Context: an optimization exercise on an open-source flow, tuned for small area, a short achievable clock period and few clock cycles. The choices shown serve that exercise and are no tape-out recipe. RTL that was checked went through simulation tests only; none was proved equivalent to the original. Only the layout flow was run in runs 3 and 4; the RTL was not checked for function there.

`flow/flow/run.sh`:
```
#!/bin/bash
# The standard layout (standard.sh: ORFS synthesis through finish), with
# one change: ORFS's buffer_ports gives each input and output port a
# sky130_fd_sc_hd__buf_4 instead of the cell it picks by default.
# The full output of the ORFS run goes to standard.log here; ORFS keeps each
# step's own log under orfs/logs/.
set -euo pipefail
bash standard.sh "BUFFER_PORTS_ARGS=-buffer_cell sky130_fd_sc_hd__buf_4" finish > standard.log 2>&1
```
`flow/standard.sh`:
```
#!/bin/bash
# synth_recipe.tcl (not shown) runs the flow's synth.tcl, then flattens the netlist and writes it again
# the make line also repeats each setting of config.mk as NAME=value (left out here)
make -C /OpenROAD-flow-scripts/flow DESIGN_CONFIG=/design/flow/config.mk WORK_HOME=/design/flow/orfs CLKGATE_MAP_FILE= SYNTH_SCRIPT=/design/flow/synth_recipe.tcl "${@:-finish}"
```
`flow/config.mk`:
```
export PLATFORM = sky130hd
export DESIGN_NAME = flush_dot4
export DESIGN_NICKNAME = flush_dot4
export VERILOG_FILES = /design/flow/design.v
export SDC_FILE = /design/flow/constraint.sdc
export NUM_CORES = 4
export LEC_CHECK = 0
export ABC_CLOCK_PERIOD_IN_PS = 7000
export CAP_MARGIN = 70
export CELL_PAD_IN_SITES_DETAIL_PLACEMENT = 2
export CELL_PAD_IN_SITES_GLOBAL_PLACEMENT = 4
export CORE_MARGIN = 2
export CORE_UTILIZATION = 30
export PLACE_DENSITY = 0.45
export SLEW_MARGIN = 70
```
`flow/constraint.sdc`:
```
create_clock -name core_clock -period 30.0 [get_ports {clk}]
set_input_delay 6.0000 -clock core_clock [delete_from_list [all_inputs] [get_ports {clk}]]
set_output_delay 6.0000 -clock core_clock [all_outputs]
set_load 0.01 [all_outputs]
```
`flow/design.v`:
```
module flush_elem (
    input  wire [5:0] fh,       
    input  wire [7:0] x,
    output wire [7:0] sv,
    output wire [4:0] ex,
    output wire [2:0] tz,
    output wire       is_inf,
    output wire       is_nan
);
    wire i4 = fh[0], i8 = fh[1], e43 = fh[2], e52 = fh[3], e23 = fh[4], e32 = fh[5];
    wire h43 = |x[6:3], h52 = |x[6:2], h23 = |x[4:3], h32 = |x[4:2];
    wire [3:0] m = ({4{e43}} & {h43, x[2:0]})        | ({4{e52}} & {1'b0, h52, x[1:0]}) |
                   ({4{e23}} & {h23, x[2:0]})        | ({4{e32}} & {1'b0, h32, x[1:0]});
    wire       s = ((e43 | e52) & x[7]) | ((e23 | e32) & x[5]);
    wire [4:0] fpv = s ? (5'd0 - {1'b0, m}) : {1'b0, m};
    assign sv = ({8{i8}} & x) | ({8{i4}} & {{4{x[3]}}, x[3:0]}) | {{3{fpv[4]}}, fpv};
    assign ex = ({5{e43}} & {1'b0, x[6:4], x[3] | ~h43}) | ({5{e52}} & {x[6:3], x[2] | ~h52}) |
                ({5{e23}} & {3'd0, x[4], x[3] | ~h23})   | ({5{e32}} & {2'd0, x[4:3], x[2] | ~h32});
    assign is_nan = (e43 & (&x[6:0])) | (e52 & (&x[6:2]) & (|x[1:0]));
    assign is_inf = e52 & (&x[6:2]) & ~|x[1:0];
    wire [7:0] tv = (i8 | i4) ? x : {4'd0, m};
    assign tz = tv[0] ? 3'd0 : tv[1] ? 3'd1 : tv[2] ? 3'd2 : tv[3] ? 3'd3 :
                tv[4] ? 3'd4 : tv[5] ? 3'd5 : tv[6] ? 3'd6 : 3'd7;
endmodule
module flush_term (
    input  wire [5:0]        fh_a,     
    input  wire [5:0]        fh_b,
    input  wire [7:0]        a,
    input  wire [7:0]        b,
    input  wire              en,
    input  wire [7:0]        bx,       
    output wire [7:0]        sa,       
    output wire [7:0]        sb,
    output wire              neg,      
    output wire [5:0]        amt,      
    output wire [3:0]        tz,       
    output wire              is_nan,
    output wire              is_pinf,
    output wire              is_ninf
);
    wire       ia, ib, na, nb;
    wire [7:0] sva, svb;
    wire [4:0] ea, eb;
    wire [2:0] tza, tzb;
    flush_elem dec_a (.fh(fh_a), .x(a), .sv(sva), .ex(ea), .tz(tza), .is_inf(ia), .is_nan(na));
    flush_elem dec_b (.fh(fh_b), .x(b), .sv(svb), .ex(eb), .tz(tzb), .is_inf(ib), .is_nan(nb));
    wire za  = (sva == 8'd0);
    wire zb  = (svb == 8'd0);
    wire nan = na | nb | (ia & zb) | (ib & za);
    wire inf = ia | ib;
    wire num = en & ~nan & ~inf;
    wire sgn = sva[7] ^ svb[7];
    wire nz  = num & ~za & ~zb;
    assign is_nan  = en & nan;
    assign is_pinf = en & ~nan & inf & ~sgn;
    assign is_ninf = en & ~nan & inf &  sgn;
    assign sa      = num ? sva : 8'd0;
    assign sb      = svb;
    wire [3:0] tzs = {1'b0, tza} + {1'b0, tzb};
    assign tz = nz ? tzs : 4'd15;
    wire [7:0] ts, tc, t;
    flush_csa #(8) u_tc (.x({3'd0, ea}), .y({3'd0, eb}), .z(bx), .s(ts), .c(tc));
    flush_add #(8) u_ta (.a(ts), .b(tc), .cin(1'b0), .s(t));
    wire [7:0] n1 = ~t;                                            
    wire [3:0] rm1 = (n1[7:4] != 4'd0) ? 4'd15 : n1[3:0];
    assign neg     = t[7];
    assign amt     = neg ? {2'b00, rm1} : t[5:0];
endmodule
module flush_prod (
    input  wire [7:0]  sa,
    input  wire [7:0]  sb,
    input  wire        neg,
    input  wire [5:0]  amt,
    input  wire [3:0]  tz,
    output wire [15:0] q,        
    output wire        ru,       
    output wire [5:0]  w,
    output wire        inx       
);
    wire [15:0] p;
    flush_mul8 u_mul (.a(sa), .b(sb), .p(p));
    wire signed [16:0] y = $signed({p[15], p}) >>> amt[3:0];
    wire sticky = (tz < amt[3:0]);         
    assign q   = neg ? y[16:1] : p;
    assign ru  = neg & y[0] & (y[1] | sticky);
    assign inx = neg & (y[0] | sticky);
    assign w  = neg ? 6'd0 : amt;
endmodule
module flush_lane (
    input  wire [15:0] q,
    input  wire [5:0]  w,
    input  wire [3:0]  tz,       
    input  wire [6:0]  hth,      
    input  wire        gz,       
    output wire [69:0] z,
    output wire        ovf       
);
    wire [14:0] xm = q[14:0] ^ {15{q[15]}};
    reg  [3:0]  bln;
    integer j;
    always @* begin
        bln = 4'd0;
        for (j = 0; j < 15; j = j + 1)
            if (xm[j]) bln = j + 1;
    end
    wire       nz  = (tz != 4'd15);
    wire       pw  = ~q[15] & (bln == tz + 4'd1);
    wire [6:0] tot = {3'd0, bln} + {1'b0, w};
    assign ovf = nz & (gz | (tot > hth) | ((tot == hth) & ~pw));
    wire [16:0] x1 = w[0] ? {q, 1'b0}   : {q[15], q};
    wire [18:0] x2 = w[1] ? {x1, 2'b0}  : {{2{x1[16]}}, x1};
    wire [22:0] x3 = w[2] ? {x2, 4'b0}  : {{4{x2[18]}}, x2};
    wire [30:0] x4 = w[3] ? {x3, 8'b0}  : {{8{x3[22]}}, x3};
    wire [42:0] x5 = w[4] ? {x4[26:0], 16'b0} : {{12{x4[30]}}, x4};
    assign      z  = w[5] ? {x5[37:0], 32'b0} : {{27{x5[42]}}, x5};
endmodule
module flush_mul8 (
    input  wire [7:0]  a,
    input  wire [7:0]  b,
    output wire [15:0] p
);
    reg [15:0] row [0:8];
    integer i, j;
    always @* begin
        for (i = 0; i < 8; i = i + 1) begin
            row[i] = 16'd0;
            for (j = 0; j < 8; j = j + 1)
                row[i][i + j] = ((i == 7) ^ (j == 7)) ? ~(a[i] & b[j]) : (a[i] & b[j]);
        end
        row[8] = 16'h8100;
    end
    wire [15:0] s0, c0, s1, c1, s2, c2, s3, c3, s4, c4, s5, c5, s6, c6;
    flush_csa #(16) k0 (row[0], row[1], row[2], s0, c0);
    flush_csa #(16) k1 (row[3], row[4], row[5], s1, c1);
    flush_csa #(16) k2 (row[6], row[7], row[8], s2, c2);
    flush_csa #(16) k3 (s0, c0, s1, s3, c3);
    flush_csa #(16) k4 (c1, s2, c2, s4, c4);
    flush_csa #(16) k5 (s3, c3, s4, s5, c5);
    flush_csa #(16) k6 (s5, c5, c4, s6, c6);
    flush_add #(16) fin (.a(s6), .b(c6), .cin(1'b0), .s(p));
endmodule
module flush_csa #(parameter W = 16) (
    input  wire [W-1:0] x,
    input  wire [W-1:0] y,
    input  wire [W-1:0] z,
    output wire [W-1:0] s,
    output wire [W-1:0] c
);
    assign s = x ^ y ^ z;
    wire [W-1:0] m = (x & y) | (x & z) | (y & z);
    assign c = {m[W-2:0], 1'b0};
endmodule
module flush_add #(parameter W = 16) (
    input  wire [W-1:0] a,
    input  wire [W-1:0] b,
    input  wire         cin,
    output wire [W-1:0] s
);
    localparam L = (W > 64) ? 7 : (W > 32) ? 6 : (W > 16) ? 5 : (W > 8) ? 4 : (W > 4) ? 3 : 2;
    reg [W-1:0] pp, gg, pg;
    integer l, i;
    always @* begin
        pp    = a ^ b;
        gg    = a & b;
        gg[0] = gg[0] | (pp[0] & cin);
        pg    = pp;
        for (l = 0; l < L; l = l + 1)
            for (i = (2 << l) - 1; i < W; i = i + (2 << l)) begin
                gg[i] = gg[i] | (pg[i] & gg[i - (1 << l)]);
                pg[i] = pg[i] & pg[i - (1 << l)];
            end
        for (l = L - 2; l >= 0; l = l - 1)
            for (i = 3 * (1 << l) - 1; i < W; i = i + (2 << l)) begin
                gg[i] = gg[i] | (pg[i] & gg[i - (1 << l)]);
                pg[i] = pg[i] & pg[i - (1 << l)];
            end
    end
    assign s = pp ^ {gg[W-2:0], cin};
endmodule
module flush_dot4 (
    input  wire        clk,
    input  wire        rst,
    input  wire        in_valid,
    output wire        in_ready,
    input  wire        in_clear,
    input  wire        in_read,
    input  wire [7:0]  in_level,
    input  wire [3:0]  in_fmt_a,
    input  wire [3:0]  in_fmt_b,
    input  wire [3:0]  in_en,
    input  wire [31:0] in_a,
    input  wire [31:0] in_b,
    output reg         out_valid,
    output wire [95:0] out_acc,
    output wire [1:0]  out_tag,
    output wire        out_inexact
);
    localparam [1:0] NUM = 2'd0, PINF = 2'd1, NINF = 2'd2, NAN = 2'd3;
    assign in_ready = 1'b1;
    function [5:0] fhot(input [3:0] f);     
        fhot = {f == 4'h6, f == 4'h5, f == 4'h4, f == 4'h3, f == 4'h1, f == 4'h0};
    endfunction
    reg        r0_clear, r0_read;
    reg [3:0]  r0_en;
    reg [7:0]  r0_level;
    reg [5:0]  r0_fa, r0_fb;      
    reg [31:0] r0_a, r0_b;
    wire       take = in_valid & ~rst;
    always @(posedge clk) begin
        r0_clear <= take & in_clear;
        r0_read  <= take & in_read;
        r0_en    <= {4{take}} & in_en;
        r0_level <= in_level;
        r0_fa    <= fhot(in_fmt_a);
        r0_fb    <= fhot(in_fmt_b);
        r0_a     <= in_a;
        r0_b     <= in_b;
    end
    wire [4:0] na = {r0_fa[3], r0_fa[2], r0_fa[4] | r0_fa[5], r0_fa[2], r0_fa[3] | r0_fa[5]};
    wire [4:0] nb = {r0_fb[3], r0_fb[2], r0_fb[4] | r0_fb[5], r0_fb[2], r0_fb[3] | r0_fb[5]};
    wire [9:0] lx = {{2{r0_level[7]}}, r0_level};
    wire [9:0] bs0, bc0, bs, bc, bsh;
    wire [7:0] bx = bsh[9] ? bsh[7:0] : {6'd0, bsh[1:0]};
    flush_csa #(10) u_b0 (.x(~{5'd0, na}), .y(~{5'd0, nb}), .z(~lx), .s(bs0), .c(bc0));
    flush_csa #(10) u_b1 (.x(bs0), .y(bc0), .z(10'd51), .s(bs), .c(bc));
    flush_add #(10) u_b2 (.a(bs), .b(bc), .cin(1'b0), .s(bsh));
    wire [7:0] t_sa [0:3];
    wire [7:0] t_sb [0:3];
    wire [5:0] t_amt [0:3];
    wire [3:0] t_tz [0:3];
    wire [3:0] t_neg, t_nan, t_pinf, t_ninf;
    genvar i;
    generate
        for (i = 0; i < 4; i = i + 1) begin : lane
            flush_term u_term (
                .fh_a(r0_fa), .fh_b(r0_fb),
                .a(r0_a[8*i +: 8]), .b(r0_b[8*i +: 8]),
                .en(r0_en[i]), .bx(bx),
                .sa(t_sa[i]), .sb(t_sb[i]), .neg(t_neg[i]), .amt(t_amt[i]),
                .tz(t_tz[i]),
                .is_nan(t_nan[i]), .is_pinf(t_pinf[i]), .is_ninf(t_ninf[i])
            );
        end
    endgenerate
    reg [7:0] r1_sa [0:3];
    reg [7:0] r1_sb [0:3];
    reg [5:0] r1_amt [0:3];
    reg [3:0] r1_tz [0:3];
    reg [3:0] r1_neg;
    reg [4:0] r1_g;              
    reg       r1_gz;             
    reg       r1_clear, r1_read, r1_nan, r1_pinf, r1_ninf;
    integer k;
    always @(posedge clk) begin
        for (k = 0; k < 4; k = k + 1) begin
            r1_sa[k]  <= t_sa[k];
            r1_sb[k]  <= t_sb[k];
            r1_amt[k] <= t_amt[k];
            r1_tz[k]  <= t_tz[k];
        end
        r1_neg    <= t_neg;
        r1_g      <= bsh[9] ? 5'd0 : bsh[6:2];
        r1_gz     <= ~bsh[9] & (bsh[8:0] >= 9'd96);
        r1_clear  <= r0_clear;
        r1_read   <= r0_read;
        r1_nan    <= |t_nan;
        r1_pinf   <= |t_pinf;
        r1_ninf   <= |t_ninf;
    end
    wire [15:0] t_q [0:3];
    wire [5:0]  t_w [0:3];
    wire [3:0]  t_ru, t_inx;
    generate
        for (i = 0; i < 4; i = i + 1) begin : lane2
            flush_prod u_prod (
                .sa(r1_sa[i]), .sb(r1_sb[i]), .neg(r1_neg[i]), .amt(r1_amt[i]),
                .tz(r1_tz[i]),
                .q(t_q[i]), .ru(t_ru[i]), .w(t_w[i]), .inx(t_inx[i])
            );
        end
    endgenerate
    reg [15:0] r2_q [0:3];
    reg [5:0]  r2_w [0:3];
    reg [3:0]  r2_ru;
    reg [3:0]  r2_tz [0:3];
    reg [4:0]  r2_g;
    reg        r2_gz, r2_clear, r2_read, r2_inx, r2_nan, r2_pinf, r2_ninf;
    always @(posedge clk) begin
        for (k = 0; k < 4; k = k + 1) begin
            r2_q[k] <= t_q[k];
            r2_w[k] <= t_w[k];
            r2_tz[k] <= r1_tz[k];
        end
        r2_ru    <= t_ru;
        r2_g     <= r1_g;
        r2_gz    <= r1_gz;
        r2_clear <= r1_clear;
        r2_read  <= r1_read;
        r2_inx   <= |t_inx;
        r2_nan   <= r1_nan;
        r2_pinf  <= r1_pinf;
        r2_ninf  <= r1_ninf;
    end
    wire [69:0] z [0:3];
    wire [3:0]  ovf;
    wire [6:0]  hth = {5'd24 - r2_g, 2'b00};       
    generate
        for (i = 0; i < 4; i = i + 1) begin : lane3
            flush_lane u_lane (.q(r2_q[i]), .w(r2_w[i]), .tz(r2_tz[i]), .hth(hth), .gz(r2_gz),
                               .z(z[i]), .ovf(ovf[i]));
        end
    endgenerate
    wire [71:0] z0 = {{2{z[0][69]}}, z[0]};
    wire [71:0] z1 = {{2{z[1][69]}}, z[1]};
    wire [71:0] z2 = {{2{z[2][69]}}, z[2]};
    wire [71:0] z3 = {{2{z[3][69]}}, z[3]};
    wire [71:0] s0, c0, s1, c1, ssum;
    flush_csa #(72) u_csa0 (z0, z1, z2, s0, c0);
    flush_csa #(72) u_csa1 (s0, {c0[71:1], r2_ru[0]}, z3, s1, c1);
    flush_add #(72) u_add0 (.a(s1), .b({c1[71:1], r2_ru[1]}), .cin(r2_ru[2]), .s(ssum));
    reg [71:0] r3_s;
    reg [4:0]  r3_g;
    reg        r3_gz, r3_c3;
    reg        r3_clear, r3_read, r3_inx, r3_nan, r3_pinf, r3_ninf;
    always @(posedge clk) begin
        r3_s     <= ssum;
        r3_g     <= r2_g;
        r3_gz    <= r2_gz;
        r3_c3    <= r2_ru[3];
        r3_clear <= r2_clear;
        r3_read  <= r2_read;
        r3_inx   <= r2_inx | (|ovf);
        r3_nan   <= r2_nan;
        r3_pinf  <= r2_pinf;
        r3_ninf  <= r2_ninf;
    end
    reg [95:0] acc;
    reg [1:0]  acc_tag;
    reg        acc_inx;
    reg        rst_d1, rst_d2, rst_d3, rst_d4;
    wire       kill = rst_d1 | rst_d2 | rst_d3 | rst_d4;
    wire [95:0] sx   = {{24{r3_s[71]}}, r3_s};
    wire [95:0] term = r3_gz ? 96'd0 : (sx << {r3_g, 2'b00});
    wire [95:0] base = r3_clear ? 96'd0 : acc;
    wire [95:0] nacc;
    flush_add #(96) u_add1 (.a(base), .b(term), .cin(r3_c3), .s(nacc));
    wire [1:0] btag = r3_clear ? NUM : acc_tag;
    wire any_nan  = (btag == NAN)  | r3_nan;
    wire any_pinf = (btag == PINF) | r3_pinf;
    wire any_ninf = (btag == NINF) | r3_ninf;
    wire [1:0] ntag = (any_nan | (any_pinf & any_ninf)) ? NAN :
                      any_pinf ? PINF : any_ninf ? NINF : NUM;
    wire ninx = (~r3_clear & acc_inx) | r3_inx;
    always @(posedge clk) begin
        rst_d1    <= rst;
        rst_d2    <= rst_d1;
        rst_d3    <= rst_d2;
        rst_d4    <= rst_d3;
        acc       <= kill ? 96'd0 : nacc;
        acc_tag   <= kill ? NUM : ntag;
        acc_inx   <= ~kill & ninx;
        out_valid <= ~rst & ~kill & r3_read;
    end
    assign out_acc     = acc;
    assign out_tag     = acc_tag;
    assign out_inexact = acc_inx;
endmodule
```
==> results of run 1 <==
[cell usage after synthesis, types with 20 or more instances]
| cell | n | area, sq um |
|---|---|---|
| a211oi_1 | 92 | 691 |
| a21boi_0 | 26 | 195 |
| a21o_1 | 124 | 931 |
| a21oi_1 | 469 | 2350 |
| a22oi_1 | 29 | 218 |
| a31oi_1 | 49 | 307 |
| and2_1 | 175 | 1090 |
| and3_1 | 29 | 181 |
| buf_1 | 61 | 229 |
| clkbuf_1 | 267 | 1000 |
| dfxtp_1 | 518 | 10400 |
| fa_1 | 443 | 8870 |
| ha_1 | 394 | 4930 |
| inv_1 | 750 | 2820 |
| mux2_2 | 65 | 732 |
| mux2i_1 | 155 | 1550 |
| mux4_2 | 56 | 1260 |
| nand2_1 | 759 | 2850 |
| nand2b_1 | 70 | 438 |
| nand3_1 | 97 | 485 |
| nand4_1 | 41 | 257 |
| nor2_1 | 529 | 1990 |
| nor2b_1 | 178 | 1110 |
| nor3_1 | 79 | 395 |
| o211ai_1 | 38 | 285 |
| o21a_1 | 36 | 270 |
| o21ai_0 | 376 | 1880 |
| o21bai_1 | 34 | 255 |
| o22a_1 | 20 | 175 |
| o22ai_1 | 50 | 313 |
| or2_2 | 39 | 244 |
| or3_1 | 27 | 169 |
| xnor2_1 | 79 | 692 |
| xor2_1 | 108 | 946 |
[flip-flops by register name (all words and copies together), names as in the netlist, 5 cells and up]
register and cells:
r0_level 8, r3_g 5, r0_fa 6, r2_tz 16, acc 96, r2_w 24
r1_g 5, r1_sa 32, r3_s 72, r2_q 64, r1_amt 24, r1_sb 32
r0_b 32, r0_a 32, r1_tz 16, r2_g 5, r0_fb 6
[layout make-up]
class	count	area (sq um)	share of cell area
Timing Repair Buffer	292	2360	0.0391
Tap cell	2325	2910	0.0481
Clock buffer	94	2040	0.0337
Clock inverter	41	490	0.00811
Multi-Input combinational cell	4888	39300	0.650
Sequential cell	518	10500	0.173
Antenna cell	1	2.50	0.0000414
Inverter	762	2870	0.0474
[layout by cell type, fill, tap and decap left out, types with 40 or more instances in the layout]
master       n
buf_4      229
nand3_1     96
o21ai_0    292
nand4_1     41
ha_1       394
mux2i_1    137
or2_2       40
inv_1      738
and2_1     174
nand2_1    754
nand2b_1    70
a21o_1     124
nor2b_1    172
clkbuf_16   75
mux4_2      56
a211oi_1    70
fa_1       443
o21ai_1     66
dfxtp_2     57
nor3_1      69
a21oi_1    420
mux2_2      65
a21oi_2     49
xor2_1      92
dfxtp_1    446
xnor2_1     76
nor2_1     513
[kinds of logic after synthesis]
logic type / synth area share
and+or+nand+nor: 0.186
xor gates and xnor gates: 0.0311
muxes: 0.0674
adders and majority gates: 0.262
DFF: 0.197
AOI/OAI and AO/OA: 0.176
other: 0.0000713
buffers and inverters: 0.0800
[final timing paths]
path                    startpoint               end  slack (ns)  cells past startpoint
max              acc[0]$_SDFF_PP0_        out_acc[0]       22.63                      1
min                r2_ninf$_DFF_P_   r3_ninf$_DFF_P_        0.33                      0
max reg2reg  r2_w[2][1]$_SDFF_PP0_  r3_s[71]$_DFF_P_       23.04                     25
min reg2reg        r2_ninf$_DFF_P_   r3_ninf$_DFF_P_        0.33                      0
[routing by layer]
layer,share of wire,routed length [microns]
met1,0.44,103000
met2,0.50,116000
met3,0.025,5790
met4,0.035,8170
met5,0,0
[stage by stage]
stage,instance area (sq um),util,cells
2_1_floorplan,52600,-,6512
6_report,60500,0.348,8921
3_5_place_dp,57700,0.331,8778
5_1_grt,60500,0.348,8920
4_1_cts,60200,0.346,8913
3_3_place_gp,56100,0.322,8743
==> flow_summary_export.csv, run 1 <==
group,metric,value,unit
run_status,status,"no timing/DRC/antenna violations",
synthesis,ys_warn_count,24,
global_routing,track_usage,0.258,
place,place_hpwl,195000,microns
timing,tns,0,ns
synthesis,synth-seq-cells,518,
die,die_y,423,microns
place,numPortBuffers,188,
clock_network,cts-root-buf,"clkbuf_16",
synthesis,postSynth.asyncResetShare,0,
die,core,174000,sq um
global_routing,use_met2,0.454,
timing,period_minus_slack,7.37,ns
route,firstDrtPassIters,5,
route,ant_nets,0,
place,dpl_worst_slack,22.76,ns
route,wl_per_cell,26.1,microns
clock_network,cts.sinks,518,
setup_path,critical_path_buf_inv_count,1,
final_layout,syn2layout_area_growth,15.1,%
clock_network,htree_num_levels,3,
die,die_area,179000,sq um
route,drc_errors,0,
clock_network,cts_setup_buffers,0,
clock_network,numCtsBuffers,74,
min_path,hp-class,"register to register",
timing,max_freq,136,MHz
die,io_pins,190,
synthesis,yosysSeqAreaShare,0.197,
synthesis,synth-edff-count,0,
synthesis,syn_nets,7438,
global_routing,busiest_layer,"met2",
synthesis,synth_cells,6512,
route,drt_iter0_markers,2303,
clock_network,clock_latency,0.72,ns
global_routing,grt_pass1_wl,347000,microns
job,cap_violations,0,
setup_path,end_kind,"output pin",
setup_path,worstPathArrival,1.37,ns
setup_path,cp-start-kind,"register",
final_layout,drive_above_1_share,0.139,
synthesis,syn_area_per_cell,8.07,sq um
global_routing,met1_usage,0.334,
place,gp_congestion,0.914,
synthesis,synthFlopType,"dfxtp_1",
clock_network,post_cts_resize_count,0,
timing,hold_viol,0,
die,std_cell_rows,153,
die,initial_core_util,0.302,
die,die_w,423,microns
timing,report.final.setup_viol,0,
final_layout,fillers,19600,
global_routing,grt_max_degree,59,
setup_path,cpLargestDelayFamily,"flip-flops",
synthesis,syn_area,52600,sq um
setup_path,path_cells,"buf_4",
global_routing,grt_pass1_vias,50400,
timing,finClkSkew,0.0579,ns
setup_path,slowest_stage,"dfxtp_1",
timing,setup_ws,22.63,ns
final_layout,final_nets,7462,
timing,rsz0062_at_grt,"no",
route,via_count,46600,
setup_path,critical_path_class,"register to output pin",
clock_network,cts_hold_buf,0,
setup_path,critPathMaxFanout,2,
global_routing,overflow,0,
global_routing,use_met3,0.0207,
clock_network,clockBufferDepth,3,
route,vias_per_cell,5.23,
synthesis,ys_types,94,
route,routed_wirelength,233000,microns
setup_path,max_stage_delay,0.48,ns
timing,whs,0.325,ns
clock_network,cts_tree,"done",
timing,slew_violations,0,
timing,finalCritPeriodShare,0.246,
setup_path,crit_required,24.00,ns
clock_network,path_clk_slew,0.06,ns
global_routing,antenna_found_initial,5,
Testbench counts, summed over its fixed seeds: cycles 12,040.
==> run 2, diff against run 1 <==
==> flow/flow/run.sh (replaced) <==
#!/bin/bash
# The standard layout (standard.sh: ORFS synthesis through finish), with
# two changes: repair_timing aims for 22.7 ns of setup slack, and buffer_ports gives each input and output port a
# sky130_fd_sc_hd__buf_4 instead of the cell it picks by default.
# The full output of the ORFS run goes to standard.log here; ORFS keeps each
# step's own log under orfs/logs/.
set -euo pipefail
bash standard.sh "BUFFER_PORTS_ARGS=-buffer_cell sky130_fd_sc_hd__buf_4" SETUP_SLACK_MARGIN=22.7 finish > standard.log 2>&1
--- a/flow/config.mk
+++ b/flow/config.mk
@@ -8,3 +8,3 @@
 export ABC_CLOCK_PERIOD_IN_PS = 7000
-export CAP_MARGIN = 70
+export CAP_MARGIN = 20
 export CELL_PAD_IN_SITES_DETAIL_PLACEMENT = 2
@@ -14,2 +14,2 @@
 export PLACE_DENSITY = 0.45
-export SLEW_MARGIN = 70
+export SLEW_MARGIN = 20
==> run 2 against run 1 <==
  * Global-route usage shrank 0.076 points
  * Critical path depth is the same
  * Area after synthesis unchanged
  * Largest cell class unchanged
  * Register-to-register slack worse by 0.02 ns
  * Via count fell by 0.56%
  * Hold slack worse by 0.0011 ns
  * Sequential share of layout area up 0.37 points
  * Synthesized cell count is the same
  * Clock skew is 0.013 ns lower
  * Non-clock buffer count shrank 30
  * Count of clock-buffer cells in the layout increased by 2
==> flow_summary_export.csv, run 2 <==
group,metric,value,unit
run_status,status,"no timing/DRC/antenna violations",
timing,max_freq,138,MHz
setup_path,critical_path_buf_inv_count,1,
job,cap_violations,0,
setup_path,worstRegToRegCells,24,
die,die_w,423,microns
synthesis,synth-simple-area-share,0.186,
synthesis,synth-seq-cells,518,
die,io_pins,190,
route,vias_per_cell,5.22,
timing,finClkSkew,0.0450,ns
place,numPortBuffers,188,
place,place_hpwl,194000,microns
final_layout,top_register,"acc",
route,wl_per_cell,26.2,microns
clock_network,clockBufferDepth,3,
synthesis,synth_top_area_frac,0.197,
final_layout,post-route-cell-area,59100,sq um
global_routing,grt_max_degree,92,
setup_path,cp-start-kind,"register",
place,gp_congestion,0.914,
setup_path,path_depth,1,
clock_network,clock_latency,0.72,ns
clock_network,cts.sinks,518,
global_routing,grt_pass1_wl,345000,microns
final_layout,reg.largest.list,"acc x96, r3_s x72, r2_q x64",
global_routing,antenna_found_initial,10,
timing,rsz0062_at_grt,"yes",
place,dp_cells,8743,
timing,hold_viol,0,
timing,tns,0,ns
synthesis,synth_top_family_by_area,"adder cells",
synthesis,synth_fa_ha_area_frac,0.262,
clock_network,htree_num_levels,3,
route,routed_wirelength,233000,microns
clock_network,numCtsBuffers,75,
route,drc_errors,0,
synthesis,syn_nets,7438,
synthesis,synth_most_common_cell,"nand2_1",
die,die_y,423,microns
min_path,hp-class,"register to register",
global_routing,grt_pass1_vias,50000,
setup_path,cpLargestDelayFamily,"flip-flops",
die,initial_core_util,0.302,
synthesis,syn_area,52600,sq um
timing,period_minus_slack,7.24,ns
route,drt_iter0_markers,2281,
setup_path,worstPathArrival,1.24,ns
die,core,174000,sq um
setup_path,slowest_stage,"dfxtp_2",
route,wl_met1,104000,microns
setup_path,path_cells,"buf_4",
timing,slew_headroom,0.243,
route,wl_met2,116000,microns
synthesis,yosysSeqAreaShare,0.197,
synthesis,ys_warn_count,24,
clock_network,cts_tree,"done",
synthesis,postSynth.asyncResetShare,0,
route,wl_met3,5600,microns
final_layout,final_common_cell,"nand2_1",
synthesis,synthFlopType,"dfxtp_1",
die,die_area,179000,sq um
synthesis,synth_compound_area_frac,0.176,
global_routing,track_usage,0.257,
timing,report.final.setup_viol,0,
setup_path,end_kind,"output pin",
route,firstDrtPassIters,5,
synthesis,yosys-top-cells-count,"nand2_1 (759), inv_1 (750), nor2_1 (529)",
final_layout,largest_reg_flops,96,
setup_path,crit_required,24.00,ns
final_layout,syn2layout_area_growth,12.4,%
setup_path,critical_path_class,"register to output pin",
final_layout,instances_no_fill,8891,
timing,tightest_slew,1.12,ns
route,via_count,46400,
die,std_cell_rows,153,
synthesis,synth-edff-count,0,
setup_path,max_stage_delay,0.39,ns
final_layout,final_nets,7433,
synthesis,synthTopCellsByArea,"dfxtp_1 (20%), fa_1 (17%), ha_1 (9.4%), nand2_1 (5.4%), inv_1 (5.4%)",
min_path,whs_path_depth,0,
clock_network,cts-root-buf,"clkbuf_16",
final_layout,drive_above_1_share,0.0987,
timing,whs,0.324,ns
setup_path,critPathMaxFanout,2,
route,top_layer_used,"met4",
synthesis,syn_area_per_cell,8.07,sq um
place,place_area,56100,sq um
timing,finalCritPeriodShare,0.241,
global_routing,overflow,0,
synthesis,ys_types,94,
synthesis,yosysTopAreaCell,"dfxtp_1",
synthesis,synth_cells,6512,
final_layout,layout_common_cells,"nand2_1 (759), inv_1 (749), nor2_1 (525)",
clock_network,path_clk_slew,0.06,ns
synthesis,synth_xor_area_frac,0.0311,
timing,slew_violations,0,
route,ant_nets,0,
synthesis,synth.area.mux_share,0.0674,
run 2: cell counts after synthesis:
Identical to the previous run, type by type.
run 2: through the flow:
stage / worst slack, ns / util
floorplan: 23.60 / -
global placement: 22.12 / 0.322
global route: 22.60 / 0.340
finish: 22.76 / 0.340
detailed placement: 21.93 / 0.322
CTS: 22.67 / 0.338
run 2: layout make-up:
class	count	area [sq um]
inverter	762	2870
clock buffer	96	2100
timing repair buffer	262	2000
tap	2325	2910
multi-input combinational	4888	38200
fill	19700	115000
sequential	518	10500
clock inverter	39	553
antenna	1	2.50
run 2: worst paths after layout:
kind / startpoint / end / slack (ns)
worst max register to register: r2_w[0][2]$_SDFF_PP0_ / r3_s[71]$_DFF_P_ / 23.02
worst min register to register: r2_clear$_DFF_P_ / r3_clear$_DFF_P_ / 0.32
worst min-delay path: r2_clear$_DFF_P_ / r3_clear$_DFF_P_ / 0.32
worst max-delay path: acc[4]$_SDFF_PP0_ / out_acc[4] / 22.76
run 2: what timing repair did:
action,CTS,global route
hold endpoints to repair,0,0
pin swaps,0,2
gates resized for setup,61,38
endpoints found under the setup margin,74,55
setup buffers,0,12
hold buffers,0,0
run 2: per-layer routing:
layer	global-route usage	up-vias
met1	0.331	23700
met3	0.0229	217
met4	0.0749	0
li1	-	21800
met5	0	-
met2	0.455	664
run 2: logic make-up (layout without fill, tap and decap cells):
group / Yosys count / in the layout
buf+inv: 1106 / 1159
other cells: 1 / 2
compound gates: 1495 / 1495
flops: 518 / 518
simple gates: 2092 / 2092
xor+xnor: 187 / 187
fa+ha+maj: 837 / 837
mux: 276 / 276
run 2: worst reg2reg max path, stage by stage, from the launching register on:
cell and delay [ns]:
dfxtp_1 0.31, buf_4 0.27, clkinvlp_4 0.37, mux2i_1 0.26
o22ai_1 0.39, inv_1 0.10, mux2i_1 0.55, nand2_1 0.16
fa_1 0.51, fa_1 0.56, inv_1 0.06, ha_1 0.29
a21o_1 0.16, a21oi_1 0.21, o21ai_0 0.19, a221oi_1 0.29
o21ai_0 0.17, a21oi_2 0.23, o21ai_1 0.24, a21bo_2 0.29
a2111oi_1 0.35, nor3_1 0.14, fa_1 0.45, xnor2_1 0.19
xnor2_1 0.14
==> run 3, diff against run 2 <==
--- a/flow/design.v
+++ b/flow/design.v
@@ -342,6 +342,6 @@
     wire [95:0] sx   = {{24{r3_s[71]}}, r3_s};
-    wire [95:0] term = r3_gz ? 96'd0 : (sx << {r3_g, 2'b00});
-    wire [95:0] base = r3_clear ? 96'd0 : acc;
+    wire [95:0] term = (r3_gz | kill) ? 96'd0 : (sx << {r3_g, 2'b00});
+    wire [95:0] base = (r3_clear | kill) ? 96'd0 : acc;
     wire [95:0] nacc;
-    flush_add #(96) u_add1 (.a(base), .b(term), .cin(r3_c3), .s(nacc));
+    flush_add #(96) u_add1 (.a(base), .b(term), .cin(r3_c3 & ~kill), .s(nacc));
     wire [1:0] btag = r3_clear ? NUM : acc_tag;
@@ -358,3 +358,3 @@
         rst_d4    <= rst_d3;
-        acc       <= kill ? 96'd0 : nacc;
+        acc       <= nacc;
         acc_tag   <= kill ? NUM : ntag;
==> flow/flow/run.sh (replaced) <==
#!/bin/bash
# The standard layout (standard.sh: ORFS synthesis through finish), with
# two changes: repair_timing aims for 22.8 ns of setup slack, and buffer_ports gives each input and output port a
# sky130_fd_sc_hd__buf_4 instead of the cell it picks by default.
# The full output of the ORFS run goes to standard.log here; ORFS keeps each
# step's own log under orfs/logs/.
set -euo pipefail
bash standard.sh "BUFFER_PORTS_ARGS=-buffer_cell sky130_fd_sc_hd__buf_4" SETUP_SLACK_MARGIN=22.8 finish > standard.log 2>&1
--- a/flow/config.mk
+++ b/flow/config.mk
@@ -13,2 +13,4 @@
 export CORE_UTILIZATION = 30
+export CTS_CLUSTER_DIAMETER = 100
+export CTS_CLUSTER_SIZE = 40
 export PLACE_DENSITY = 0.45
==> run 3 against run 2 <==
  * Design area decreased by 1.2%
  * Critical endpoint is now out_acc[3]
  * Still clean
  * Die area decreased by 0.35%
  * Global-route usage decreased by 0.22 points
==> flow_summary_export.csv, run 3 <==
group,metric,value,unit
min_path,min_from,"r0_clear$_DFF_P_",
min_path,hp-class,"register to register",
route,drt_iter0_markers,2184,
timing,max_freq,139,MHz
synthesis,yosys-top-cells-count,"inv_1 (806), nand2_1 (784), dfxtp_1 (518)",
final_layout,top_register,"acc",
job,cap_violations,0,
setup_path,cp-start-kind,"register",
clock_network,clock_latency,0.68,ns
timing,whs,0.314,ns
final_layout,drive_above_1_share,0.103,
min_path,whs_path_depth,0,
setup_path,path_cells,"buf_6",
route,firstDrtPassIters,5,
final_layout,reg.largest.list,"acc x96, r3_s x72, r2_q x64",
synthesis,synth-seq-cells,518,
global_routing,grt_pass1_vias,50200,
final_layout,fillers,20000,
synthesis,yosysSeqAreaShare,0.198,
place,dp_cells,8708,
timing,tns,0,ns
setup_path,slowest_stage,"dfxtp_4",
timing,period_minus_slack,7.21,ns
clock_network,htree_num_levels,2,
place,place_hpwl,194000,microns
final_layout,instances_no_fill,8803,
synthesis,synth_fa_ha_area_frac,0.263,
final_layout,multi_input_area,37900,sq um
synthesis,synth.area.mux_share,0.0694,
setup_path,path_depth,1,
die,initial_core_util,0.302,
setup_path,cpLargestDelayFamily,"flip-flops",
synthesis,synth_cells,6477,
setup_path,r2r-start,"r1_sa[3][5]$_SDFF_PN0_",
synthesis,synth_most_common_cell,"inv_1",
clock_network,path_clk_slew,0.11,ns
setup_path,crit_start,"acc[3]$_DFF_P_",
final_layout,final_nets,7371,
setup_path,critical_path_buf_inv_count,1,
route,wl_per_cell,26.3,microns
timing,finClkSkew,0.0622,ns
timing,report.final.setup_viol,0,
timing,hold_viol,0,
setup_path,worstRegToRegCells,29,
final_layout,layout_common_cells,"inv_1 (803), nand2_1 (784), a21oi_1 (465)",
timing,slew_violations,0,
synthesis,synthTopCellsByArea,"dfxtp_1 (20%), fa_1 (17%), ha_1 (9.4%), inv_1 (5.8%), nand2_1 (5.6%)",
setup_path,critPathMaxFanout,2,
place,place_area,55900,sq um
die,die_area,178000,sq um
synthesis,synth_top_family_by_area,"adder cells",
die,die_y,422,microns
timing,rsz0062_at_grt,"yes",
global_routing,overflow,0,
synthesis,syn_nets,7403,
global_routing,grt_max_degree,88,
synthesis,postSynth.asyncResetShare,0,
synthesis,synth_top_area_frac,0.198,
synthesis,syn_area_per_cell,8.09,sq um
route,ant_nets,0,
clock_network,cts_tree,"done",
route,drc_errors,0,
clock_network,clockBufferDepth,3,
synthesis,ys_warn_count,24,
final_layout,seq_area,10600,sq um
die,die_w,422,microns
global_routing,grt_pass1_wl,343000,microns
die,core,174000,sq um
clock_network,cts.sinks,518,
final_layout,post-route-cell-area,58400,sq um
synthesis,yosysTopAreaCell,"dfxtp_1",
die,io_pins,190,
die,std_cell_rows,153,
synthesis,synth-edff-count,0,
synthesis,syn_area,52400,sq um
final_layout,final_common_cell,"inv_1",
clock_network,cts-root-buf,"clkbuf_16",
route,vias_per_cell,5.24,
run_status,status,"no timing/DRC/antenna violations",
route,via_count,46200,
synthesis,synth-simple-area-share,0.179,
final_layout,largest_reg_flops,96,
clock_network,numCtsBuffers,40,
setup_path,crit_required,24.00,ns
global_routing,track_usage,0.255,
synthesis,synth_xor_area_frac,0.0318,
final_layout,syn2layout_area_growth,11.4,%
setup_path,critical_path_class,"register to output pin",
timing,tightest_slew,1.05,ns
synthesis,synthFlopType,"dfxtp_1",
timing,finalCritPeriodShare,0.240,
route,routed_wirelength,231000,microns
place,numPortBuffers,188,
setup_path,max_stage_delay,0.41,ns
timing,slew_headroom,0.290,
synthesis,ys_types,95,
place,gp_congestion,0.921,
setup_path,r2r_slack,23.20,ns
setup_path,end_kind,"output pin",
synthesis,synth_compound_area_frac,0.175,
global_routing,antenna_found_initial,4,
setup_path,worstPathArrival,1.21,ns
-- run 3: cell types whose count changed after synthesis, sizes merged, moves of 12 or more --
| cell | delta |
|---|---|
| buf | -13 |
| nor2b | -96 |
| inv | +55 |
| nand2 | +26 |
| and3 | +85 |
| nand2b | -12 |
| nor2 | -87 |
| xor2 | -45 |
| xnor2 | +45 |
| a21o | -16 |
| o22ai | +13 |
-- run 3: path summary, 6_finish.rpt --
kind | end
setup reg to reg | r2_inx$_DFF_P_
hold / removal | r1_clear$_DFF_P_
setup / recovery | out_acc[3]
hold reg to reg | r1_clear$_DFF_P_
-- run 3: cell families after synthesis --
kind of cell	Yosys count
other	1
buffers and inverters	1157
AOI/OAI and AO/OA	1491
and+or+nand+nor	2003
DFF	518
adders and majority gates	837
muxes	283
xor gates and xnor gates	187
-- run 3: routing by layer --
metal,GRT usage,wire (microns)
met3,0.0168,5090
met2,0.458,116000
met4,0.0744,7240
met5,0,0
met1,0.327,103000
-- run 3: repair_timing --
| action | CTS | global route |
|---|---|---|
| hold buffers | 0 | 0 |
| buffers inserted | 5 | 14 |
| endpoints found under the setup margin | 116 | 69 |
| gates cloned | 0 | 1 |
| pin swaps | 0 | 3 |
| resized for setup | 214 | 49 |
-- run 3: cell type report --
cell class | instances | area share
inverters | 815 | 0.0526
repair inverters | 1 | 0.0000857
well taps | 2325 | 0.0498
clock buffers | 42 | 0.0178
diodes | 2 | 0.0000857
repair buffers | 267 | 0.0401
multi-input cells | 4802 | 0.649
clock inverters | 31 | 0.00969
flip-flops and latches | 518 | 0.181
-- run 3: metrics by stage --
stage           util  setup slack (ns)
6_report       0.336             22.79
3_5_place_dp   0.322             21.85
5_1_grt        0.336             22.74
4_1_cts        0.335             22.71
3_3_place_gp   0.322             22.06
2_1_floorplan      -             23.60
==> run 4, diff against run 3 <==
--- a/flow/design.v
+++ b/flow/design.v
@@ -98,9 +98,10 @@
     wire [14:0] xm = q[14:0] ^ {15{q[15]}};
-    reg  [3:0]  bln;
-    integer j;
-    always @* begin
-        bln = 4'd0;
-        for (j = 0; j < 15; j = j + 1)
-            if (xm[j]) bln = j + 1;
-    end
+    wire [15:0] xb = {xm, 1'b1};
+    wire        i3 = |xb[15:8];
+    wire [7:0]  y3 = i3 ? xb[15:8] : xb[7:0];
+    wire        i2 = |y3[7:4];
+    wire [3:0]  y2 = i2 ? y3[7:4] : y3[3:0];
+    wire        i1 = |y2[3:2];
+    wire [1:0]  y1 = i1 ? y2[3:2] : y2[1:0];
+    wire [3:0]  bln = {i3, i2, i1, y1[1]};
     wire       nz  = (tz != 4'd15);
==> flow/config.mk (replaced) <==
export PLATFORM = sky130hd
export DESIGN_NAME = flush_dot4
export DESIGN_NICKNAME = flush_dot4
export VERILOG_FILES = /design/flow/design.v
export SDC_FILE = /design/flow/constraint.sdc
export NUM_CORES = 4
export LEC_CHECK = 0
export ABC_CLOCK_PERIOD_IN_PS = 7000
export CAP_MARGIN = 20
export CELL_PAD_IN_SITES_DETAIL_PLACEMENT = 1
export CELL_PAD_IN_SITES_GLOBAL_PLACEMENT = 2
export CORE_MARGIN = 2
export CORE_UTILIZATION = 50
export PLACE_DENSITY = 0.62
export SLEW_MARGIN = 20
==> run 4 against run 3 <==
  * Count of clock-buffer cells in the layout grew 36
  * Utilization grew 21 points
  * Area after synthesis grew 0.42%
  * Critical path depth is the same
  * Critical path type unchanged
  * Synthesized cell count grew 0.34%
  * Largest cell class unchanged
  * Design area shrank 1.6%
  * Final cell count shrank 10%
  * Still clean on timing, DRC and antenna
  * Maximum frequency grew 0.43%
  * Flip-flop and latch count is the same
==> flow_summary_export.csv, run 4 <==
group,metric,value,unit
run_status,status,"no timing/DRC/antenna violations",
synthesis,synthFlopType,"dfxtp_1",
die,std_cell_rows,119,
synthesis,syn_area,52600,sq um
setup_path,cp-start-kind,"register",
synthesis,yosys-top-cells-count,"inv_1 (792), nand2_1 (718), dfxtp_1 (518)",
clock_network,clock_latency,0.71,ns
die,die_w,328,microns
place,gp_congestion,1.08,
clock_network,cts_tree,"done",
clock_network,path_clk_slew,0.06,ns
final_layout,fillers,12700,
clock_network,cts.sinks,518,
setup_path,crit_required,24.00,ns
synthesis,yosysTopAreaCell,"dfxtp_1",
synthesis,synth-seq-cells,518,
synthesis,synthTopCellsByArea,"dfxtp_1 (20%), fa_1 (17%), ha_1 (9.4%), inv_1 (5.6%), nand2_1 (5.1%)",
place,place_hpwl,162000,microns
die,die_area,108000,sq um
place,numPortBuffers,188,
timing,tightest_slew,1.12,ns
synthesis,postSynth.asyncResetShare,0,
setup_path,path_cells,"buf_6",
clock_network,clockBufferDepth,3,
final_layout,layout_common_cells,"inv_1 (791), nand2_1 (718), a21oi_1 (457)",
timing,hold_viol,0,
clock_network,cts-root-buf,"clkbuf_16",
timing,period_minus_slack,7.17,ns
min_path,hp-class,"register to register",
setup_path,max_stage_delay,0.38,ns
timing,tns,0,ns
global_routing,grt_pass1_wl,305000,microns
global_routing,overflow,0,
timing,slew_headroom,0.249,
die,die_y,328,microns
global_routing,grt_pass1_vias,50300,
setup_path,critical_path_class,"register to output pin",
route,vias_per_cell,6.09,
synthesis,syn_area_per_cell,8.10,sq um
synthesis,ys_types,96,
final_layout,reg.largest.list,"acc x96, r3_s x72, r2_q x64",
synthesis,synth_top_area_frac,0.197,
synthesis,synth_most_common_cell,"inv_1",
setup_path,worstPathArrival,1.17,ns
synthesis,yosysSeqAreaShare,0.197,
route,drc_errors,0,
setup_path,critical_path_buf_inv_count,1,
final_layout,top_register,"acc",
die,core,105000,sq um
setup_path,cpLargestDelayFamily,"flip-flops",
final_layout,drive_above_1_share,0.0992,
global_routing,track_usage,0.368,
synthesis,synth_cells,6499,
global_routing,antenna_found_initial,3,
final_layout,largest_reg_flops,96,
timing,max_freq,139,MHz
timing,slew_violations,0,
clock_network,cts_hold_buf,0,
route,routed_wirelength,200000,microns
die,initial_core_util,0.502,
final_layout,final_common_cell,"inv_1",
timing,report.final.setup_viol,0,
timing,rsz0062_at_grt,"yes",
synthesis,syn_nets,7425,
clock_network,htree_num_levels,2,
synthesis,synth-edff-count,0,
route,drt_iter0_markers,3864,
timing,whs,0.322,ns
timing,finClkSkew,0.0643,ns
synthesis,ys_warn_count,23,
route,wl_per_cell,25.4,microns
route,via_count,48100,
setup_path,r2r_slack,22.85,ns
setup_path,critPathMaxFanout,2,
job,cap_violations,0,
die,io_pins,190,
global_routing,grt_max_degree,90,
final_layout,final_util,0.548,
setup_path,slowest_stage,"dfxtp_4",
route,firstDrtPassIters,6,
final_layout,syn2layout_area_growth,9.20,%
timing,finalCritPeriodShare,0.239,
setup_path,end_kind,"output pin",
route,ant_nets,0,
final_layout,final_nets,7375,
clock_network,numCtsBuffers,61,
run 4: changes by cell type after synthesis, moves of 18 or more:
cell / change
a21o_1: +31
mux4_2: -24
mux2_2: +21
nand2_1: -66
mux2i_1: +33
o21ai_0: -30
a21oi_1: -18
o211ai_1: +22
run 4: logic make-up after synthesis:
kind of cell / share of synthesized area
compound gates: 0.182
xor+xnor: 0.0310
fa+ha+maj: 0.262
buf+inv: 0.0835
flops: 0.197
mux: 0.0696
other cells: 0.0000713
simple gates: 0.175
run 4: final cells by class:
cell class | instances | area [sq um] | share of cell area
clock buffer | 78 | 1690 | 0.0294
tap | 1391 | 1740 | 0.0303
sequential | 518 | 10500 | 0.183
antenna | 2 | 5.00 | 0.0000871
multi-input combinational | 4818 | 38000 | 0.662
timing repair buffer | 241 | 1920 | 0.0334
inverter | 809 | 3040 | 0.0529
clock inverter | 38 | 514 | 0.00895
run 4: stage by stage:
step / std cells / area, sq um / setup WS, ns
2_1_floorplan: 6499 / 52600 / 23.60
3_3_place_gp: 7774 / 54800 / 22.46
3_5_place_dp: 7774 / 54800 / 22.30
4_1_cts: 7892 / 57300 / 22.72
5_1_grt: 7893 / 57500 / 22.65
6_report: 7895 / 57500 / 22.83
run 4: repair_timing:
item / 4_1_cts / 5_1_grt
setup buffers: 2 / 0
resized for setup: 120 / 37
endpoints found under the setup margin: 110 / 69
pin swaps: 0 / 0
run 4: path summary, 6_finish.rpt:
kind | start | to | cells past startpoint
setup / recovery | acc[0]$_DFF_P_ | out_acc[0] | 1
hold / removal | r1_pinf$_DFF_P_ | r2_pinf$_DFF_P_ | 0
setup reg to reg | r2_w[2][4]$_SDFF_PP0_ | r3_s[71]$_DFF_P_ | 20
hold reg to reg | r1_pinf$_DFF_P_ | r2_pinf$_DFF_P_ | 0
run 4: metal layers:
layer	up-vias	part of all wire	GRT usage
met5	-	0.000085	0
met4	4	0.068	0.212
met3	503	0.052	0.0444
met2	1654	0.48	0.628
met1	24000	0.40	0.447
li1	21900	-	-
==> run 5, diff against run 4 <==
--- a/flow/design.v
+++ b/flow/design.v
@@ -252,3 +252,4 @@
     reg       r1_gz;             
-    reg       r1_clear, r1_read, r1_nan, r1_pinf, r1_ninf;
+    reg       r1_clear, r1_read;
+    reg [1:0] r1_tag;            
     integer k;
@@ -266,5 +267,3 @@
         r1_read   <= r0_read;
-        r1_nan    <= |t_nan;
-        r1_pinf   <= |t_pinf;
-        r1_ninf   <= |t_ninf;
+        r1_tag    <= {|(t_nan | t_ninf), |(t_nan | t_pinf)};
     end
@@ -287,3 +286,4 @@
     reg [4:0]  r2_g;
-    reg        r2_gz, r2_clear, r2_read, r2_inx, r2_nan, r2_pinf, r2_ninf;
+    reg        r2_gz, r2_clear, r2_read, r2_inx;
+    reg [1:0]  r2_tag;
     always @(posedge clk) begin
@@ -300,5 +300,3 @@
         r2_inx   <= |t_inx;
-        r2_nan   <= r1_nan;
-        r2_pinf  <= r1_pinf;
-        r2_ninf  <= r1_ninf;
+        r2_tag   <= r1_tag;
     end
@@ -324,3 +322,4 @@
     reg        r3_gz, r3_c3;
-    reg        r3_clear, r3_read, r3_inx, r3_nan, r3_pinf, r3_ninf;
+    reg        r3_clear, r3_read, r3_inx;
+    reg [1:0]  r3_tag;
     always @(posedge clk) begin
@@ -333,5 +332,3 @@
         r3_inx   <= r2_inx | (|ovf);
-        r3_nan   <= r2_nan;
-        r3_pinf  <= r2_pinf;
-        r3_ninf  <= r2_ninf;
+        r3_tag   <= r2_tag;
     end
@@ -348,7 +345,3 @@
     wire [1:0] btag = r3_clear ? NUM : acc_tag;
-    wire any_nan  = (btag == NAN)  | r3_nan;
-    wire any_pinf = (btag == PINF) | r3_pinf;
-    wire any_ninf = (btag == NINF) | r3_ninf;
-    wire [1:0] ntag = (any_nan | (any_pinf & any_ninf)) ? NAN :
-                      any_pinf ? PINF : any_ninf ? NINF : NUM;
+    wire [1:0] ntag = btag | r3_tag;
     wire ninx = (~r3_clear & acc_inx) | r3_inx;
==> flow/config.mk (replaced) <==
export PLATFORM = sky130hd
export DESIGN_NAME = flush_dot4
export DESIGN_NICKNAME = flush_dot4
export VERILOG_FILES = /design/flow/design.v
export SDC_FILE = /design/flow/constraint.sdc
export NUM_CORES = 4
export LEC_CHECK = 0
export ABC_AREA = 1
export ABC_CLOCK_PERIOD_IN_PS = 7000
export CAP_MARGIN = 20
export CELL_PAD_IN_SITES_DETAIL_PLACEMENT = 2
export CELL_PAD_IN_SITES_GLOBAL_PLACEMENT = 4
export CORE_MARGIN = 2
export CORE_UTILIZATION = 30
export PLACE_DENSITY = 0.45
export SLEW_MARGIN = 20
==> run 5 against run 4 <==
  * Wire length grew 19%
  * Still clean on timing, DRC and antenna
  * Highest routed layer unchanged
  * First-iteration DRC count shrank 46%
  * Area after synthesis grew 0.46%
  * Critical path type unchanged
  * Die area grew 67%
==> flow_summary_export.csv, run 5 <==
group,metric,value,unit
clock_network,htree_num_levels,3,
global_routing,grt_pass1_wl,355000,microns
final_layout,largest_reg_flops,96,
final_layout,syn2layout_area_growth,12.6,%
setup_path,slowest_stage,"dfxtp_4",
clock_network,clock_latency,0.71,ns
route,drc_errors,0,
clock_network,cts_tree,"done",
run_status,status,"no timing/DRC/antenna violations",
setup_path,path_depth,1,
timing,setup_ws,22.81,ns
synthesis,yosysTopAreaCell,"dfxtp_1",
synthesis,postSynth.asyncResetShare,0,
final_layout,reg.largest.list,"acc x96, r3_s x72, r2_q x64",
setup_path,max_stage_delay,0.39,ns
global_routing,overflow,0,
setup_path,critPathMaxFanout,2,
global_routing,antenna_found_initial,4,
timing,period_minus_slack,7.19,ns
min_path,whs_path_depth,0,
setup_path,worstRegToRegCells,27,
global_routing,grt_max_degree,89,
place,dpl_worst_slack,22.88,ns
synthesis,synth-seq-cells,515,
synthesis,syn_nets,8583,
final_layout,final_util,0.339,
place,numPortBuffers,188,
setup_path,critical_path_buf_inv_count,1,
setup_path,cp-start-kind,"register",
synthesis,synthTopCellsByArea,"dfxtp_1 (20%), fa_1 (17%), nand2_1 (14%), inv_1 (9.5%), ha_1 (9.3%)",
die,initial_core_util,0.301,
synthesis,syn_area,52900,sq um
route,wl_per_cell,23.7,microns
synthesis,yosysSeqAreaShare,0.195,
route,routed_wirelength,238000,microns
timing,report.final.setup_viol,0,
timing,slew_violations,0,
route,vias_per_cell,4.97,
final_layout,final_nets,8569,
timing,rsz0062_at_grt,"yes",
timing,finalCritPeriodShare,0.240,
route,ant_nets,0,
timing,slew_headroom,0.268,
synthesis,synth_top_area_frac,0.195,
synthesis,yosys-top-cells-count,"nand2_1 (1923), inv_1 (1342), o21ai_0 (715)",
die,core,176000,sq um
setup_path,critical_path_class,"register to output pin",
global_routing,grt_pass1_vias,54500,
synthesis,synthFlopType,"dfxtp_1",
die,io_pins,190,
timing,tightest_slew,1.09,ns
final_layout,drive_above_1_share,0.0892,
place,place_hpwl,200000,microns
clock_network,numCtsBuffers,71,
die,std_cell_rows,154,
timing,max_freq,139,MHz
route,firstDrtPassIters,5,
final_layout,top_register,"acc",
clock_network,cts_hold_buf,0,
die,die_w,424,microns
die,die_area,180000,sq um
setup_path,end_kind,"output pin",
route,drt_iter0_markers,2094,
synthesis,ys_warn_count,23,
setup_path,path_cells,"buf_6",
clock_network,clockBufferDepth,3,
timing,hold_viol,0,
synthesis,synth_most_common_cell,"nand2_1",
clock_network,path_clk_slew,0.07,ns
synthesis,syn_area_per_cell,6.90,sq um
min_path,hp-class,"register to register",
setup_path,worstPathArrival,1.19,ns
final_layout,layout_common_cells,"nand2_1 (1923), inv_1 (1335), o21ai_0 (711)",
clock_network,cts-root-buf,"clkbuf_16",
route,via_count,49900,
synthesis,ys_types,68,
timing,finClkSkew,0.0403,ns
global_routing,track_usage,0.263,
timing,tns,0,ns
final_layout,fillers,20900,
place,gp_congestion,0.905,
setup_path,crit_required,24.00,ns
final_layout,final_common_cell,"nand2_1",
synthesis,synth-edff-count,0,
setup_path,cpLargestDelayFamily,"flip-flops",
synthesis,synth_cells,7657,
job,cap_violations,0,
clock_network,cts.sinks,515,
die,die_y,424,microns
run 5: changes by cell type after synthesis, moves of 57 or more:
cell	change
nand2_1	+1205
inv_1	+550
o21ai_0	+368
a21oi_1	-184
and2_1	-170
mux2i_1	-151
nand3_1	+128
and3_1	-104
a21o_1	-97
mux2_2	-83
nor2b_1	-83
a211oi_1	-70
nor2_1	+57
run 5: cells by family (layout without fill, tap and decap cells):
group | count (synthesis) | in the layout | share of synthesized area
AND/OR/NAND/NOR | 2938 | 2939 | 0.228
multiplexers | 45 | 45 | 0.00852
flip-flops | 515 | 515 | 0.195
other | 1 | 3 | 0.0000709
XOR/XNOR | 194 | 194 | 0.0332
AO/OA/AOI/OAI | 1400 | 1400 | 0.149
adder cells (fa/ha/maj) | 837 | 837 | 0.261
buffers and inverters | 1727 | 1771 | 0.124
run 5: metrics by stage:
| stage | hold slack (ns) | instance area [sq um] | cells |
|---|---|---|---|
| after global routing | 0.334 | 59500 | 10000 |
| after detailed placement | 0.314 | 56200 | 9887 |
| after floorplan | 0.310 | 52900 | 7657 |
| after global placement | 0.310 | 56200 | 9887 |
| after CTS | 0.327 | 59400 | 10000 |
| final | 0.321 | 59500 | 10000 |
run 5: layout make-up:
| type | instances | area, sq um | share of cell area |
|---|---|---|---|
| inverter | 1378 | 5190 | 0.0873 |
| timing repair inverter | 2 | 12.5 | 0.000210 |
| sequential | 515 | 10500 | 0.177 |
| antenna | 2 | 5.00 | 0.0000841 |
| tap | 2340 | 2930 | 0.0492 |
| clock inverter | 46 | 556 | 0.00933 |
| clock buffer | 86 | 1970 | 0.0331 |
| multi-input combinational | 5416 | 36000 | 0.605 |
| timing repair buffer | 259 | 2320 | 0.0390 |
run 5: path summary, 6_finish.rpt:
kind,slack (ns),end,from
worst max-delay path,22.81,out_acc[67],acc[67]$_DFF_P_
worst min-delay path,0.32,r3_tag[1]$_DFF_P_,r2_tag[1]$_DFF_P_
worst max register to register,23.15,r3_s[71]$_DFF_P_,r2_w[0][2]$_SDFF_PP0_
worst min register to register,0.32,r3_tag[1]$_DFF_P_,r2_tag[1]$_DFF_P_
run 5: routing by layer:
| metal | GRT usage | share of wire | vias up |
|---|---|---|---|
| li1 | - | - | 24000 |
| met1 | 0.332 | 0.45 | 25100 |
| met2 | 0.470 | 0.50 | 597 |
| met3 | 0.0219 | 0.022 | 236 |
| met4 | 0.0829 | 0.034 | 4 |
| met5 | 0 | 0.000088 | - |
run 5: repair_timing:
action | in CTS | in global routing
hold endpoints to repair | 0 | 0
cloned | 0 | 3
setup buffers | 17 | 3
resized for setup | 221 | 26
endpoints found under the setup margin | 100 | 72
pin swaps | 0 | 2
Testbench counts of run 5, summed over its fixed seeds: cycles 12,040.
==> run 6, diff against run 5 <==
--- a/flow/config.mk
+++ b/flow/config.mk
@@ -7,3 +7,2 @@
 export LEC_CHECK = 0
-export ABC_AREA = 1
 export ABC_CLOCK_PERIOD_IN_PS = 7000
==> run 6 against run 5 <==
  * Register-to-register slack lost 0.09 ns
  * Highest routed layer unchanged
  * Design area grew 0.76%
  * Non-clock buffer count is 6 higher
  * Still clean on timing, DRC and antenna
  * Critical endpoint unchanged
==> flow_summary_export.csv, run 6 <==
group,metric,value,unit
timing,finalCritPeriodShare,0.240,
synthesis,synthFlopType,"dfxtp_1",
synthesis,synth_compound_area_frac,0.182,
clock_network,path_clk_slew,0.06,ns
die,die_area,180000,sq um
timing,max_freq,139,MHz
setup_path,cpLargestDelayFamily,"flip-flops",
timing,whs,0.326,ns
global_routing,overflow,0,
timing,slew_violations,0,
setup_path,r2r-start,"r2_w[0][4]$_SDFF_PP0_",
synthesis,synth_top_family_by_area,"adder cells",
clock_network,cts.sinks,515,
synthesis,synth-simple-area-share,0.182,
final_layout,fillers,20100,
timing,tns,0,ns
timing,report.final.setup_viol,0,
setup_path,crit_required,24.00,ns
setup_path,r2r_slack,23.06,ns
route,wl_per_cell,26.6,microns
min_path,min_from,"r2_clear$_DFF_P_",
synthesis,synth_xor_area_frac,0.0292,
route,drc_errors,0,
global_routing,grt_max_degree,58,
setup_path,max_stage_delay,0.38,ns
synthesis,yosysTopAreaCell,"dfxtp_1",
job,cap_violations,0,
die,std_cell_rows,154,
min_path,hold_end,"r3_clear$_DFF_P_",
timing,tightest_slew,1.04,ns
setup_path,worstPathArrival,1.19,ns
timing,period_minus_slack,7.19,ns
clock_network,htree_num_levels,3,
final_layout,seq_area,10500,sq um
global_routing,grt_pass1_wl,352000,microns
setup_path,slowest_stage,"dfxtp_4",
clock_network,clockBufferDepth,3,
run_status,status,"no timing/DRC/antenna violations",
final_layout,top_register,"acc",
synthesis,syn_area_per_cell,8.05,sq um
final_layout,multi_input_area,38700,sq um
setup_path,path_cells,"buf_6",
setup_path,critPathMaxFanout,2,
final_layout,largest_reg_flops,96,
die,die_w,424,microns
synthesis,synth_top_area_frac,0.194,
synthesis,synth-edff-count,0,
setup_path,r2r_end,"r3_s[71]$_DFF_P_",
synthesis,yosysSeqAreaShare,0.194,
global_routing,track_usage,0.262,
synthesis,synth-seq-cells,515,
clock_network,cts_hold_buf,0,
route,routed_wirelength,238000,microns
synthesis,yosys-top-cells-count,"inv_1 (782), nand2_1 (770), dfxtp_1 (515)",
final_layout,syn2layout_area_growth,13.1,%
setup_path,worstRegToRegCells,22,
final_layout,final_common_cell,"inv_1",
timing,rsz0062_at_grt,"yes",
synthesis,ys_types,97,
min_path,whs_path_depth,0,
final_layout,reg.largest.list,"acc x96, r3_s x72, r2_q x64",
die,initial_core_util,0.301,
setup_path,end_kind,"output pin",
synthesis,syn_area,53000,sq um
die,core,176000,sq um
final_layout,drive_above_1_share,0.111,
synthesis,synth_cells,6585,
clock_network,cts_tree,"done",
global_routing,grt_pass1_vias,51500,
place,place_hpwl,197000,microns
synthesis,synthTopCellsByArea,"dfxtp_1 (19%), fa_1 (17%), ha_1 (9.3%), inv_1 (5.5%), nand2_1 (5.5%)",
route,via_count,47500,
clock_network,clock_latency,0.71,ns
timing,slew_headroom,0.307,
synthesis,ys_warn_count,23,
global_routing,antenna_found_initial,3,
synthesis,synth_fa_ha_area_frac,0.260,
timing,hold_viol,0,
setup_path,critical_path_class,"register to output pin",
setup_path,critical_path_buf_inv_count,1,
route,ant_nets,0,
setup_path,cp-start-kind,"register",
final_layout,layout_common_cells,"inv_1 (782), nand2_1 (770), nor2_1 (461)",
synthesis,syn_nets,7511,
final_layout,final_nets,7503,
route,drt_iter0_markers,2371,
synthesis,synth.area.mux_share,0.0707,
synthesis,postSynth.asyncResetShare,0,
min_path,hp-class,"register to register",
route,firstDrtPassIters,5,
synthesis,synth_most_common_cell,"inv_1",
place,numPortBuffers,188,
clock_network,numCtsBuffers,70,
place,gp_congestion,0.937,
die,die_y,424,microns
route,vias_per_cell,5.30,
clock_network,cts-root-buf,"clkbuf_16",
die,io_pins,190,
timing,finClkSkew,0.0291,ns
run 6: cell types whose count changed in the layout (fill, tap and decap cells not counted), moves of 117 or more:
cell and delta:
nand2_1 -1153, and2_1 +266, mux2i_1 +151, a21oi_1 +173
nand3_1 -117, o21ai_0 -356, inv_1 -553
run 6: cells by family (layout without fill, tap and decap cells):
group	after synthesis	count (layout)
XOR/XNOR	177	177
AO/OA/AOI/OAI	1541	1541
multiplexers	319	319
adder cells (fa/ha/maj)	837	837
AND/OR/NAND/NOR	2048	2048
other	1	3
flip-flops	515	515
buffers and inverters	1147	1194
run 6: per-layer routing:
| layer | wire (microns) | up-vias | global-route usage |
|---|---|---|---|
| li1 | - | 22200 | - |
| met4 | 9040 | 2 | 0.0895 |
| met5 | 12 | - | 0 |
| met2 | 118000 | 666 | 0.462 |
| met3 | 6050 | 276 | 0.0246 |
| met1 | 105000 | 24400 | 0.333 |
run 6: worst max path at each step:
stage	startpoint	end	slack, ns	depth (start not counted)
6_report	acc[67]$_DFF_P_	out_acc[67]	22.81	1
3_3_place_gp	r2_w[2][0]$_SDFF_PP0_	r3_s[71]$_DFF_P_	21.89	22
3_5_place_dp	r2_w[2][0]$_SDFF_PP0_	r3_s[71]$_DFF_P_	21.83	22
2_1_floorplan	r0_fb[3]$_DFF_P_	r1_amt[0][0]$_DFF_P_	23.57	26
4_1_cts	acc[66]$_DFF_P_	out_acc[66]	22.74	1
5_1_grt	acc[66]$_DFF_P_	out_acc[66]	22.76	1
run 6: layout make-up:
type,instances,area share
well taps,2340,0.0488
flip-flops and latches,515,0.175
inverters,801,0.0504
multi-input cells,4923,0.646
repair inverters,1,0.000125
clock buffers,87,0.0320
repair buffers,265,0.0381
clock inverters,40,0.00939
diodes,2,0.0000835
run 6: what timing repair did:
action | CTS | global route
pin swaps | 0 | 2
gates resized for setup | 209 | 81
gates cloned | 0 | 1
buffers inserted | 3 | 4
setup endpoints to repair | 136 | 95
run 6: through the flow:
step           instance area [sq um]   util  cells  setup WS [ns]
3_3_place_gp                   56600  0.322   8837          21.89
4_1_cts                        59600  0.339   8967          22.74
6_report                       60000  0.341   8974          22.81
3_5_place_dp                   56600  0.322   8837          21.83
2_1_floorplan                  53000      -   6585          23.57
5_1_grt                        60000  0.341   8972          22.76

## what the ideal ports hide
How much do the figures lean on ideal ports? The routed layouts below were timed once more, with nothing changed but the port constraints.
Step 1 assumes that a clkbuf_16 drives the clock port and a buf_2 every other input.
Step 2 times the ports against the registers' clock, not the clock port: input delays grow and output delays shrink by t, the midpoint of the rising clock arrivals with the driver on.
Three values: no drivers, after step 1, after step 2; two values: the first two.
| run | t, ns | slack for setup (ns) | clock arrival spread, ns | slew at the worst register clock pin (ns) | worst data-port slew with drivers (ns) |
|---|---|---|---|---|---|
| run 1 | 0.780 | 22.626 / 22.539 / 23.044 | 0.062 / 0.063 | 0.07 / 0.07 | 0.07 |
| run 2 | 0.784 | 22.765 / 22.679 / 23.021 | 0.047 / 0.047 | 0.07 / 0.07 | 0.06 |
| run 3 | 0.746 | 22.795 / 22.702 / 22.910 | 0.063 / 0.062 | 0.12 / 0.12 | 0.07 |
| run 4 | 0.753 | 22.825 / 22.749 / 22.852 | 0.065 / 0.066 | 0.07 / 0.07 | 0.09 |
| run 5 | 0.769 | 22.811 / 22.729 / 23.149 | 0.044 / 0.044 | 0.07 / 0.07 | 0.10 |
| run 6 | 0.775 | 22.814 / 22.729 / 23.064 | 0.031 / 0.030 | 0.08 / 0.08 | 0.07 |
After both steps every run listed still meets setup and hold.
